Context: an optimization exercise on an open-source flow, tuned for small area, a short achievable clock period and few clock cycles per item. The choices shown serve that exercise and are no tape-out recipe.
In this exercise RTL edits were held to simulation tests only and were not proved equivalent to the original.

==> flow/design.v (outline; a module is shown in full before it is edited, if it fits) <==
// module tau_arith: 2046 lines
module tau_arith (
    input  wire        clk,
    input  wire        rst,           
    input  wire        in_valid,
    output wire        in_ready,
    input  wire        in_fn,         
    input  wire [63:0] in_a,
    input  wire [63:0] in_b,
    output reg         out_valid,
    output reg  [63:0] out_result,
    output reg         out_range
);
  // ...
==> flow/flow/run.sh <==
#!/bin/bash
# The standard layout, with repair_timing asked for more setup slack than the
# clock period needs, so that it sizes the critical paths up.
set -euo pipefail
bash standard.sh SETUP_SLACK_MARGIN=7 finish > standard_make.log 2>&1
==> flow/standard.sh <==
#!/bin/bash
# synth_recipe.tcl (not shown) runs the flow's synth.tcl, then flattens the netlist and writes it again
# the make line also repeats each setting of config.mk as NAME=value (left out here)
make -C /OpenROAD-flow-scripts/flow DESIGN_CONFIG=/design/flow/config.mk WORK_HOME=/design/flow/orfs CLKGATE_MAP_FILE= SYNTH_SCRIPT=/design/flow/synth_recipe.tcl "${@:-finish}"
==> flow/config.mk <==
export PLATFORM = sky130hd
export DESIGN_NAME = tau_arith
export DESIGN_NICKNAME = tau_arith
export VERILOG_FILES = /design/flow/design.v
export SDC_FILE = /design/flow/constraint.sdc
export NUM_CORES = 4
export LEC_CHECK = 0
export CAP_MARGIN = 20
export CORE_MARGIN = 2
export CORE_UTILIZATION = 40
export SLEW_MARGIN = 20
==> flow/constraint.sdc <==
create_clock -name core_clock -period 14.0 [get_ports {clk}]
set_input_delay 2.8000 -clock core_clock [delete_from_list [all_inputs] [get_ports {clk}]]
set_output_delay 2.8000 -clock core_clock [all_outputs]
set_load 0.01 [all_outputs]
==> run_summary.xml, run 1 <==
<?xml version="1.0" encoding="UTF-8"?>
<metrics>
  <group name="finish">
    <metric name="post_route_cells_drive_above_1_share" unit="">0.07761</metric>
    <metric name="antenna_cells" unit="">0</metric>
    <metric name="sequential_cell_area" unit="mm^2">0.006709</metric>
    <metric name="dominant-cell-class" unit="">multi-input gates</metric>
    <metric name="mostFrequentLayoutCell" unit="">sky130_fd_sc_hd__inv_1</metric>
    <metric name="stdcell_area" unit="mm^2">0.03078</metric>
    <metric name="post_layout_nonfiller_instances" unit="">3767</metric>
  </group>
  <group name="worst_setup_path">
    <metric name="crit_buf_inv" unit="">4</metric>
    <metric name="critical_path_required" unit="ps">14270</metric>
    <metric name="crit-reg2reg-launch" unit="">s1_d[18]</metric>
    <metric name="crit_path_top_delay_cell" unit="">sky130_fd_sc_hd__fa_1</metric>
    <metric name="timing.critical_path.mode_cell" unit="">sky130_fd_sc_hd__fa_1</metric>
    <metric name="setup.worst_path.start" unit="">s1_d[18]</metric>
    <metric name="cp-endpoint" unit="">out_result[22]</metric>
    <metric name="setup.worst_path.end_class" unit="">flip-flop</metric>
    <metric name="ff_to_ff_setup_slack" unit="ps">7170</metric>
  </group>
  <group name="detailed_routing">
    <metric name="dr.max_layer_used" unit="">met5</metric>
    <metric name="post-route-drc-count" unit="">0</metric>
    <metric name="drt_pass1_iterations" unit="">5</metric>
    <metric name="detailroute.wirelength.met3" unit="mm">5.443</metric>
    <metric name="ant_nets" unit="">0</metric>
  </group>
  <group name="placed_design">
    <metric name="dp_cells" unit="">3657</metric>
    <metric name="postPlaceCellArea" unit="mm^2">0.02911</metric>
    <metric name="gp_routability_congestion" unit="">0.9914</metric>
  </group>
  <group name="synth">
    <metric name="number_of_unique_standard_cell_types_used_by_synthesis" unit="">76</metric>
    <metric name="synth.top_cells.by_count" unit="">sky130_fd_sc_hd__inv_1 (519), sky130_fd_sc_hd__fa_1 (362), sky130_fd_sc_hd__ha_1 (215), sky130_fd_sc_hd__nor2_1 (197), sky130_fd_sc_hd__dfxtp_1 (175)</metric>
    <metric name="synthMuxAreaShare" unit="">0.008361</metric>
    <metric name="ys_warn_count" unit="">1</metric>
    <metric name="syn_area" unit="mm^2">0.02619</metric>
    <metric name="yosys.area_share.xor_xnor" unit="">0.04548</metric>
  </group>
  <group name="sta">
    <metric name="finalWorstSetupSlack" unit="ps">7170</metric>
    <metric name="rsz0062_at_grt" unit="">false</metric>
  </group>
  <group name="cts">
    <metric name="clock_tree_root" unit="">sky130_fd_sc_hd__clkbuf_16</metric>
  </group>
  <group name="global_routing">
    <metric name="vias_in_the_first_global_route" unit="">21490</metric>
    <metric name="groute.layer.met1.usage" unit="">0.3491</metric>
  </group>
  <group name="job">
    <metric name="total_of_max_cap_violations" unit="">0</metric>
  </group>
  <group name="die">
    <metric name="floorplan.die.width" unit="um">259.9</metric>
  </group>
  <group name="outcome">
    <metric name="status" unit="">complete, no violations</metric>
  </group>
</metrics>
Testbench counts, summed over its fixed seeds: cycles 44,315, items 16,000.
==> run 2: changes to the inputs <==
==> flow/flow/run.sh (replaced) <==
#!/bin/bash
# The standard layout, with repair_timing asked for more setup slack than the
# clock period needs, so that it sizes the critical paths up.
set -euo pipefail
bash standard.sh SETUP_SLACK_MARGIN=9 finish > standard_make.log 2>&1
==> run 2 against run 1 <==
Against the previous run: highest routed layer is now met4; via count increased by 3.2%; flip-flop and latch count unchanged; final cell count increased by 3.3%.
==> run_summary.xml, run 2 <==
<?xml version="1.0" encoding="UTF-8"?>
<metrics>
  <group name="synth">
    <metric name="postSynth.topFlopCell" unit="">sky130_fd_sc_hd__dfxtp_1</metric>
    <metric name="syn-num-nets" unit="">3373</metric>
    <metric name="synth-seq-area-share" unit="">0.2542</metric>
    <metric name="post_synth.cell_area_avg" unit="um^2">9.831</metric>
    <metric name="synth-seq-cells" unit="">280</metric>
    <metric name="synthTopCellsByArea" unit="">sky130_fd_sc_hd__fa_1 (28%), sky130_fd_sc_hd__dfxtp_1 (13%), sky130_fd_sc_hd__edfxtp_1 (12%)</metric>
    <metric name="number_of_unique_standard_cell_types_used_by_synthesis" unit="">76</metric>
    <metric name="ys_warn_count" unit="">1</metric>
    <metric name="synth_most_common_cell" unit="">sky130_fd_sc_hd__inv_1</metric>
    <metric name="syn_inst" unit="">2664</metric>
    <metric name="ys_async_sr_fraction" unit="">0</metric>
    <metric name="synth-edff-count" unit="">105</metric>
    <metric name="yosys.area.top_type" unit="">sky130_fd_sc_hd__fa_1</metric>
    <metric name="yosys.area.top_type_share" unit="">0.2767</metric>
    <metric name="synth.top_cells.by_count" unit="">sky130_fd_sc_hd__inv_1 (519), sky130_fd_sc_hd__fa_1 (362), sky130_fd_sc_hd__ha_1 (215), sky130_fd_sc_hd__nor2_1 (197), sky130_fd_sc_hd__dfxtp_1 (175)</metric>
    <metric name="syn_area" unit="mm^2">0.02619</metric>
  </group>
  <group name="cts">
    <metric name="clock_tree_root" unit="">sky130_fd_sc_hd__clkbuf_16</metric>
    <metric name="cts.clk_slew.worst_paths" unit="ps">60</metric>
    <metric name="clock_insertion_delay_worst_skew" unit="ps">570</metric>
    <metric name="tritoncts_clock_tree" unit="">done</metric>
    <metric name="cts_num_sinks" unit="">280</metric>
    <metric name="h-tree-depth" unit="">2</metric>
    <metric name="numCtsBuffers" unit="">34</metric>
    <metric name="cts_buffer_depth" unit="">3</metric>
  </group>
  <group name="placed_design">
    <metric name="port_buffers" unit="">198</metric>
    <metric name="worst_slack_placed" unit="ps">7061</metric>
    <metric name="gp_routability_congestion" unit="">0.9454</metric>
    <metric name="hpwl" unit="mm">71.77</metric>
    <metric name="postPlaceCellArea" unit="mm^2">0.02928</metric>
  </group>
  <group name="detailed_routing">
    <metric name="post-route-drc-count" unit="">0</metric>
    <metric name="vias" unit="">21180</metric>
    <metric name="drt_pass1_iterations" unit="">5</metric>
    <metric name="finalWirelength" unit="mm">91.54</metric>
    <metric name="wl_met1" unit="mm">36.53</metric>
    <metric name="ant_nets" unit="">0</metric>
    <metric name="dr_wl_met2" unit="mm">43.70</metric>
    <metric name="dr.max_layer_used" unit="">met4</metric>
    <metric name="post_drt_via_cell_ratio" unit="">5.442</metric>
    <metric name="drt-initial-drc-count" unit="">1824</metric>
    <metric name="detailroute.wirelength.met3" unit="mm">5.664</metric>
    <metric name="wire_per_inst" unit="um">23.52</metric>
  </group>
  <group name="finish">
    <metric name="layout_top_registers" unit="">out_result: 64 flops, dq: 36 flops</metric>
    <metric name="stdcell_area" unit="mm^2">0.03317</metric>
    <metric name="fill_cells" unit="">5847</metric>
    <metric name="finish.net_count" unit="">3720</metric>
    <metric name="regMostFlops" unit="">out_result</metric>
    <metric name="mostFrequentLayoutCell" unit="">sky130_fd_sc_hd__inv_1</metric>
    <metric name="final_cell_mix" unit="">sky130_fd_sc_hd__inv_1 (478), sky130_fd_sc_hd__fa_1 (324), sky130_fd_sc_hd__ha_1 (192), sky130_fd_sc_hd__nor2_1 (190), sky130_fd_sc_hd__buf_4 (177)</metric>
    <metric name="post_route_cells_drive_above_1_share" unit="">0.1854</metric>
    <metric name="largest_register_ff_count" unit="">64</metric>
    <metric name="synthToLayoutAreaGrowth" unit="%">26.64</metric>
  </group>
  <group name="sta">
    <metric name="finalSetupViolations" unit="">0</metric>
    <metric name="worst_slew_pin_slew" unit="ps">1181</metric>
    <metric name="timing.final.max_slew_violations" unit="">0</metric>
    <metric name="hold_violations" unit="">0</metric>
    <metric name="finalCriticalPeriod" unit="ps">6517</metric>
    <metric name="hold_ws" unit="ps">554.0</metric>
    <metric name="maxClockFrequency" unit="GHz">0.1535</metric>
    <metric name="timing.clock.skew" unit="ps">36.62</metric>
    <metric name="finalCritPeriodShare" unit="">0.4655</metric>
    <metric name="totalNegativeSetupSlack" unit="ps">0</metric>
    <metric name="max-slew-margin-rel" unit="">0.2095</metric>
    <metric name="finalWorstSetupSlack" unit="ps">7483</metric>
    <metric name="rsz0062_at_grt" unit="">true</metric>
  </group>
  <group name="worst_setup_path">
    <metric name="reg2reg_end" unit="">out_result[27]</metric>
    <metric name="ff_to_ff_setup_slack" unit="ps">7480</metric>
    <metric name="timing.reg2reg.worst_path_depth" unit="">27</metric>
    <metric name="critical_path_required" unit="ps">14290</metric>
    <metric name="worst_ep_arrival_time" unit="ps">6810</metric>
    <metric name="crit-reg2reg-launch" unit="">s1_d[16]</metric>
    <metric name="critPathLaunchType" unit="">flip-flop</metric>
    <metric name="setup.worst_path.start" unit="">s1_d[16]</metric>
    <metric name="cp-endpoint" unit="">out_result[27]</metric>
    <metric name="critical_path_class" unit="">flip-flop to flip-flop</metric>
    <metric name="setup.worst_path.end_class" unit="">flip-flop</metric>
    <metric name="worst-path-max-fanout" unit="">4</metric>
  </group>
  <group name="die">
    <metric name="start_util" unit="">0.4055</metric>
    <metric name="core_area" unit="mm^2">0.06458</metric>
    <metric name="count_of_boundary_i_o_pins" unit="">199</metric>
    <metric name="floorplan.die.width" unit="um">259.9</metric>
    <metric name="die_h" unit="um">259.9</metric>
    <metric name="floorplan.die_area" unit="mm^2">0.06754</metric>
    <metric name="placementRows" unit="">93</metric>
  </group>
  <group name="global_routing">
    <metric name="global_route_congestion_overflow_total" unit="">0</metric>
    <metric name="antenna_found_initial" unit="">1</metric>
    <metric name="grt_pass1_wl" unit="mm">137.0</metric>
    <metric name="groute.usage.overall" unit="">0.2706</metric>
    <metric name="largest_net_degree_at_the_start_of_global_routing" unit="">70</metric>
    <metric name="vias_in_the_first_global_route" unit="">22040</metric>
  </group>
  <group name="min_path">
    <metric name="hold_path_class" unit="">flip-flop to flip-flop</metric>
  </group>
  <group name="job">
    <metric name="total_of_max_cap_violations" unit="">0</metric>
  </group>
  <group name="outcome">
    <metric name="status" unit="">complete, no violations</metric>
  </group>
</metrics>
-- run 2: per-stage QoR --
step / utilization / cells
floorplan: - / 2664
global placement: 0.4534 / 3654
detailed placement: 0.4534 / 3654
CTS: 0.5011 / 3842
global route: 0.5135 / 3891
finish: 0.5136 / 3892
-- run 2: timing repair --
item / CTS / global route
hold buffers: 0 / 0
gates cloned: 1 / 0
hold endpoints to repair: 0 / 0
pin swaps: 64 / 66
endpoints found under the setup margin: 105 / 89
buffers inserted: 126 / 49
resized for setup: 264 / 110
-- run 2: cell type report --
type	count	area [um^2]	area share
inverters	521	2072	0.06247
clock inverters	20	234.0	0.007055
clock buffers	41	927.1	0.02795
diodes	1	2.502	0.00007545
repair buffers	392	3542	0.1068
well taps	855	1070	0.03226
flip-flops and latches	280	6774	0.2042
multi-input cells	1782	18540	0.5591
-- run 2: critical path, cell delays in order (launching register included) --
cell and delay [ps]:
sky130_fd_sc_hd__dfxtp_4 380, sky130_fd_sc_hd__clkinvlp_4 130, sky130_fd_sc_hd__buf_4 160, sky130_fd_sc_hd__fa_1 470
sky130_fd_sc_hd__inv_1 50, sky130_fd_sc_hd__fa_1 500, sky130_fd_sc_hd__inv_1 60, sky130_fd_sc_hd__fa_1 390
sky130_fd_sc_hd__fa_1 530, sky130_fd_sc_hd__fa_1 450, sky130_fd_sc_hd__ha_4 270, sky130_fd_sc_hd__a21o_1 160
sky130_fd_sc_hd__a21o_1 190, sky130_fd_sc_hd__a21oi_2 170, sky130_fd_sc_hd__o21a_1 170, sky130_fd_sc_hd__nor4b_1 60
sky130_fd_sc_hd__or3b_4 450, sky130_fd_sc_hd__a41o_1 270, sky130_fd_sc_hd__o21ai_2 80, sky130_fd_sc_hd__o21bai_2 100
sky130_fd_sc_hd__a21oi_2 160, sky130_fd_sc_hd__fa_2 240, sky130_fd_sc_hd__xor2_2 160, sky130_fd_sc_hd__nor2_1 90
sky130_fd_sc_hd__a211oi_2 210, sky130_fd_sc_hd__a211oi_1 80, sky130_fd_sc_hd__a21oi_1 180, sky130_fd_sc_hd__o22ai_1 100
-- run 2: metal layers --
metal,vias to the layer above,GRT usage
li1,9486,-
met1,10540,0.3406
met2,898,0.4589
met3,258,0.03938
met4,0,0.1253
met5,-,0
-- run 2: kinds of logic (layout without fill, tap and decap cells) --
group | after synthesis | in the layout | synth area share
and+or+nand+nor | 567 | 567 | 0.1045
muxes | 21 | 21 | 0.008361
AOI/OAI and AO/OA | 481 | 481 | 0.1211
other | 0 | 1 | 0
xor gates and xnor gates | 136 | 136 | 0.04548
DFF | 280 | 280 | 0.2542
buffers and inverters | 602 | 974 | 0.08690
adders and majority gates | 577 | 577 | 0.3794
-- run 2: how the worst min path moves through the flow --
stage,cells after the start,end,startpoint
final,2,dq[35],dq[31]
after global routing,2,dq[35],dq[31]
after CTS,2,dq[34],dq[30]
after detailed placement,2,dq[34],dq[30]
after global placement,2,dq[34],dq[30]
after floorplan,2,dq[34],dq[30]
==> run 3: changes to the inputs <==
==> flow/run.sh (new file) <==
#!/bin/bash
# synth_recipe.tcl (not shown) runs the flow's synth.tcl, then flattens the netlist and writes it again
# the make line also repeats each setting of config.mk as NAME=value (left out here)
make -C /OpenROAD-flow-scripts/flow DESIGN_CONFIG=/design/flow/config.mk WORK_HOME=/design/flow/orfs CLKGATE_MAP_FILE= SYNTH_SCRIPT=/design/flow/synth_recipe.tcl finish
removed: flow/flow/run.sh
removed: flow/standard.sh
==> run 3 against run 2 <==
Against the previous run: critical path type unchanged; wire length fell by 1.2%; design area shrank 9.0%; critical endpoint is now out_result[14]; highest routed layer is now met5; first-iteration DRC count decreased by 12%; register-to-register slack got worse by 910 ps.
==> run_summary.xml, run 3 <==
<?xml version="1.0" encoding="UTF-8"?>
<metrics>
  <group name="synth">
    <metric name="syn_inst" unit="">2664</metric>
    <metric name="yosys.area.top_type" unit="">sky130_fd_sc_hd__fa_1</metric>
    <metric name="ys_async_sr_fraction" unit="">0</metric>
    <metric name="synth-adder-area-share" unit="">0.3794</metric>
    <metric name="synth_most_common_cell" unit="">sky130_fd_sc_hd__inv_1</metric>
    <metric name="combinational_family_with_the_most_area_after_synthesis" unit="">adder cells</metric>
    <metric name="synthTopCellsByArea" unit="">sky130_fd_sc_hd__fa_1 (28%), sky130_fd_sc_hd__dfxtp_1 (13%), sky130_fd_sc_hd__edfxtp_1 (12%)</metric>
    <metric name="synth.top_cells.by_count" unit="">sky130_fd_sc_hd__inv_1 (519), sky130_fd_sc_hd__fa_1 (362), sky130_fd_sc_hd__ha_1 (215), sky130_fd_sc_hd__nor2_1 (197), sky130_fd_sc_hd__dfxtp_1 (175)</metric>
    <metric name="postSynth.topFlopCell" unit="">sky130_fd_sc_hd__dfxtp_1</metric>
    <metric name="yosys.area.top_type_share" unit="">0.2767</metric>
    <metric name="syn-num-nets" unit="">3373</metric>
    <metric name="synth-simple-area-share" unit="">0.1045</metric>
    <metric name="synth-seq-area-share" unit="">0.2542</metric>
    <metric name="synthMuxAreaShare" unit="">0.008361</metric>
    <metric name="ys_warn_count" unit="">1</metric>
    <metric name="syn_area" unit="mm^2">0.02619</metric>
    <metric name="synth_compound_gate_area_share" unit="">0.1211</metric>
    <metric name="post_synth.cell_area_avg" unit="um^2">9.831</metric>
    <metric name="synth-edff-count" unit="">105</metric>
    <metric name="yosys.area_share.xor_xnor" unit="">0.04548</metric>
    <metric name="number_of_unique_standard_cell_types_used_by_synthesis" unit="">76</metric>
    <metric name="synth-seq-cells" unit="">280</metric>
  </group>
  <group name="sta">
    <metric name="maxClockFrequency" unit="GHz">0.1347</metric>
    <metric name="totalNegativeSetupSlack" unit="ps">0</metric>
    <metric name="max-slew-margin-rel" unit="">0.2306</metric>
    <metric name="finalSetupViolations" unit="">0</metric>
    <metric name="rsz0062_at_grt" unit="">false</metric>
    <metric name="timing.clock.skew" unit="ps">25.91</metric>
    <metric name="worst_slew_pin_slew" unit="ps">1150</metric>
    <metric name="timing.final.max_slew_violations" unit="">0</metric>
    <metric name="hold_ws" unit="ps">531.4</metric>
    <metric name="finalWorstSetupSlack" unit="ps">6578</metric>
    <metric name="hold_violations" unit="">0</metric>
    <metric name="finalCriticalPeriod" unit="ps">7422</metric>
    <metric name="finalCritPeriodShare" unit="">0.5302</metric>
  </group>
  <group name="placed_design">
    <metric name="hpwl" unit="mm">74.87</metric>
    <metric name="gp_routability_congestion" unit="">0.9914</metric>
    <metric name="dp_cells" unit="">3657</metric>
    <metric name="worst_slack_placed" unit="ps">6702</metric>
    <metric name="postPlaceCellArea" unit="mm^2">0.02911</metric>
    <metric name="port_buffers" unit="">198</metric>
  </group>
  <group name="detailed_routing">
    <metric name="post_drt_via_cell_ratio" unit="">5.453</metric>
    <metric name="finalWirelength" unit="mm">90.40</metric>
    <metric name="drt-initial-drc-count" unit="">1604</metric>
    <metric name="drt_pass1_iterations" unit="">5</metric>
    <metric name="ant_nets" unit="">0</metric>
    <metric name="wire_per_inst" unit="um">24.31</metric>
    <metric name="post-route-drc-count" unit="">0</metric>
    <metric name="vias" unit="">20280</metric>
  </group>
  <group name="min_path">
    <metric name="hold_path_depth" unit="">2</metric>
    <metric name="hold_path_class" unit="">flip-flop to flip-flop</metric>
    <metric name="hold_path_startpoint" unit="">dq[30]</metric>
    <metric name="hold_path_end" unit="">dq[34]</metric>
  </group>
  <group name="worst_setup_path">
    <metric name="crit_buf_inv" unit="">6</metric>
    <metric name="worstSetupPathDepth" unit="">27</metric>
    <metric name="crit_path_top_delay_cell" unit="">sky130_fd_sc_hd__fa_1</metric>
    <metric name="critical_path_class" unit="">flip-flop to flip-flop</metric>
    <metric name="timing.reg2reg.worst_path_depth" unit="">27</metric>
    <metric name="critical_path_required" unit="ps">14270</metric>
    <metric name="setup.worst_path.end_class" unit="">flip-flop</metric>
    <metric name="critical-path-top-delay-family" unit="">adder cells</metric>
    <metric name="critPathLaunchType" unit="">flip-flop</metric>
    <metric name="ff_to_ff_setup_slack" unit="ps">6580</metric>
    <metric name="worst_ep_arrival_time" unit="ps">7690</metric>
    <metric name="worst-path-max-fanout" unit="">5</metric>
    <metric name="crit-reg2reg-launch" unit="">s1_d[11]</metric>
    <metric name="reg2reg_end" unit="">out_result[14]</metric>
    <metric name="timing.critical_path.slowest_cell_delay" unit="ps">580</metric>
  </group>
  <group name="outcome">
    <metric name="status" unit="">complete, no violations</metric>
  </group>
  <group name="finish">
    <metric name="regMostFlops" unit="">out_result</metric>
    <metric name="post_route_cells_drive_above_1_share" unit="">0.03946</metric>
    <metric name="synthToLayoutAreaGrowth" unit="%">15.25</metric>
    <metric name="final_cell_mix" unit="">sky130_fd_sc_hd__inv_1 (518), sky130_fd_sc_hd__fa_1 (362), sky130_fd_sc_hd__ha_1 (215), sky130_fd_sc_hd__nor2_1 (197), sky130_fd_sc_hd__clkdlybuf4s50_1 (197)</metric>
    <metric name="stdcell_area" unit="mm^2">0.03018</metric>
    <metric name="antenna_cells" unit="">0</metric>
    <metric name="layout_top_registers" unit="">out_result: 64 flops, dq: 36 flops</metric>
    <metric name="largest_register_ff_count" unit="">64</metric>
    <metric name="finish.net_count" unit="">3549</metric>
    <metric name="post_layout_nonfiller_instances" unit="">3719</metric>
    <metric name="mostFrequentLayoutCell" unit="">sky130_fd_sc_hd__inv_1</metric>
  </group>
  <group name="die">
    <metric name="core_area" unit="mm^2">0.06458</metric>
    <metric name="placementRows" unit="">93</metric>
    <metric name="floorplan.die_area" unit="mm^2">0.06754</metric>
    <metric name="start_util" unit="">0.4055</metric>
    <metric name="count_of_boundary_i_o_pins" unit="">199</metric>
    <metric name="floorplan.die.width" unit="um">259.9</metric>
    <metric name="die_h" unit="um">259.9</metric>
  </group>
  <group name="global_routing">
    <metric name="grt_pass1_wl" unit="mm">135.2</metric>
    <metric name="vias_in_the_first_global_route" unit="">21400</metric>
    <metric name="groute.usage.overall" unit="">0.2696</metric>
    <metric name="antenna_found_initial" unit="">2</metric>
    <metric name="largest_net_degree_at_the_start_of_global_routing" unit="">79</metric>
    <metric name="global_route_congestion_overflow_total" unit="">0</metric>
  </group>
  <group name="job">
    <metric name="total_of_max_cap_violations" unit="">0</metric>
  </group>
  <group name="cts">
    <metric name="cts_buffer_depth" unit="">3</metric>
    <metric name="cts.clk_slew.worst_paths" unit="ps">60</metric>
    <metric name="post_cts_buffers" unit="">0</metric>
    <metric name="ctsResizeCount" unit="">0</metric>
    <metric name="post_cts_hold_buffer_count" unit="">0</metric>
    <metric name="numCtsBuffers" unit="">36</metric>
    <metric name="tritoncts_clock_tree" unit="">done</metric>
    <metric name="clock_tree_root" unit="">sky130_fd_sc_hd__clkbuf_16</metric>
    <metric name="h-tree-depth" unit="">2</metric>
    <metric name="cts_num_sinks" unit="">280</metric>
    <metric name="clock_insertion_delay_worst_skew" unit="ps">560</metric>
  </group>
</metrics>
## run 3: per-layer routing
| layer | GRT usage | share of wire | vias up |
|---|---|---|---|
| met5 | 0 | 0.000077 | - |
| met1 | 0.3486 | 0.41 | 10210 |
| met4 | 0.09084 | 0.036 | 2 |
| li1 | - | - | 9147 |
| met3 | 0.03928 | 0.060 | 156 |
| met2 | 0.4619 | 0.49 | 766 |
## run 3: how the worst max path moves through the flow
stage / start / end / slack (ps)
final: s1_d[11] / out_result[14] / 6580
after global routing: s1_d[11] / out_result[14] / 6100
after CTS: s1_d[11] / out_result[14] / 6640
after detailed placement: s1_d[11] / out_result[14] / 6700
after global placement: s1_d[11] / out_result[14] / 6830
after floorplan: s1_kc[0] / out_result[27] / 7280
## run 3: layout make-up
cell class / count / area [um^2]
fill: 6091 / 34400
multi-input combinational: 1782 / 17280
sequential: 280 / 6659
timing repair buffer: 219 / 2137
inverter: 521 / 1956
tap: 855 / 1070
clock buffer: 48 / 987.2
clock inverter: 14 / 90.09
## run 3: tightest hold or removal path, delay by kind of cell (launching register included)
family           cells  cell delay (ps)
AO/OA/AOI/OAI        1               60
AND/OR/NAND/NOR      1               40
flip-flops           1              320
## run 3: kinds of logic after synthesis
kind of cell,count (synthesis)
buffers and inverters,602
adders and majority gates,577
and+or+nand+nor,567
AOI/OAI and AO/OA,481
DFF,280
xor gates and xnor gates,136
muxes,21
## run 3: stage by stage
step / util
5_1_grt: 0.4674
4_1_cts: 0.4674
3_5_place_dp: 0.4507
3_3_place_gp: 0.4507
6_report: 0.4674
2_1_floorplan: -

==> port drivers added, routing unchanged <==
In the flow no input, the clock included, has a driving cell. The finished layouts below were timed again as built, in two steps.
Step 1 (the two cells are an assumption about what drives the block):
set clk [get_ports {clk}]
set_driving_cell -lib_cell sky130_fd_sc_hd__clkbuf_16 $clk
set_driving_cell -lib_cell sky130_fd_sc_hd__buf_2 [delete_from_list [all_inputs] $clk]
Step 2 times the ports against the registers' clock, not the clock port: input delays grow and output delays shrink by t, the midpoint of the rising clock arrivals with the driver on.
a / b / c = no drivers / after step 1 / after step 2; a / b = the first two.
run	t (ns)	slack for setup (ns)	worst slew at a driven data input, ns
run 1	0.606	7.170 / 7.170 / 7.165	0.05
run 2	0.612	7.483 / 7.483 / 7.483	0.06
run 3	0.604	6.578 / 6.578 / 6.578	0.05
After both steps every run listed still meets setup and hold. For run 1, which loses most, drivers alone change the setup slack by 0.000 ns; drivers and shift together by -0.005 ns.
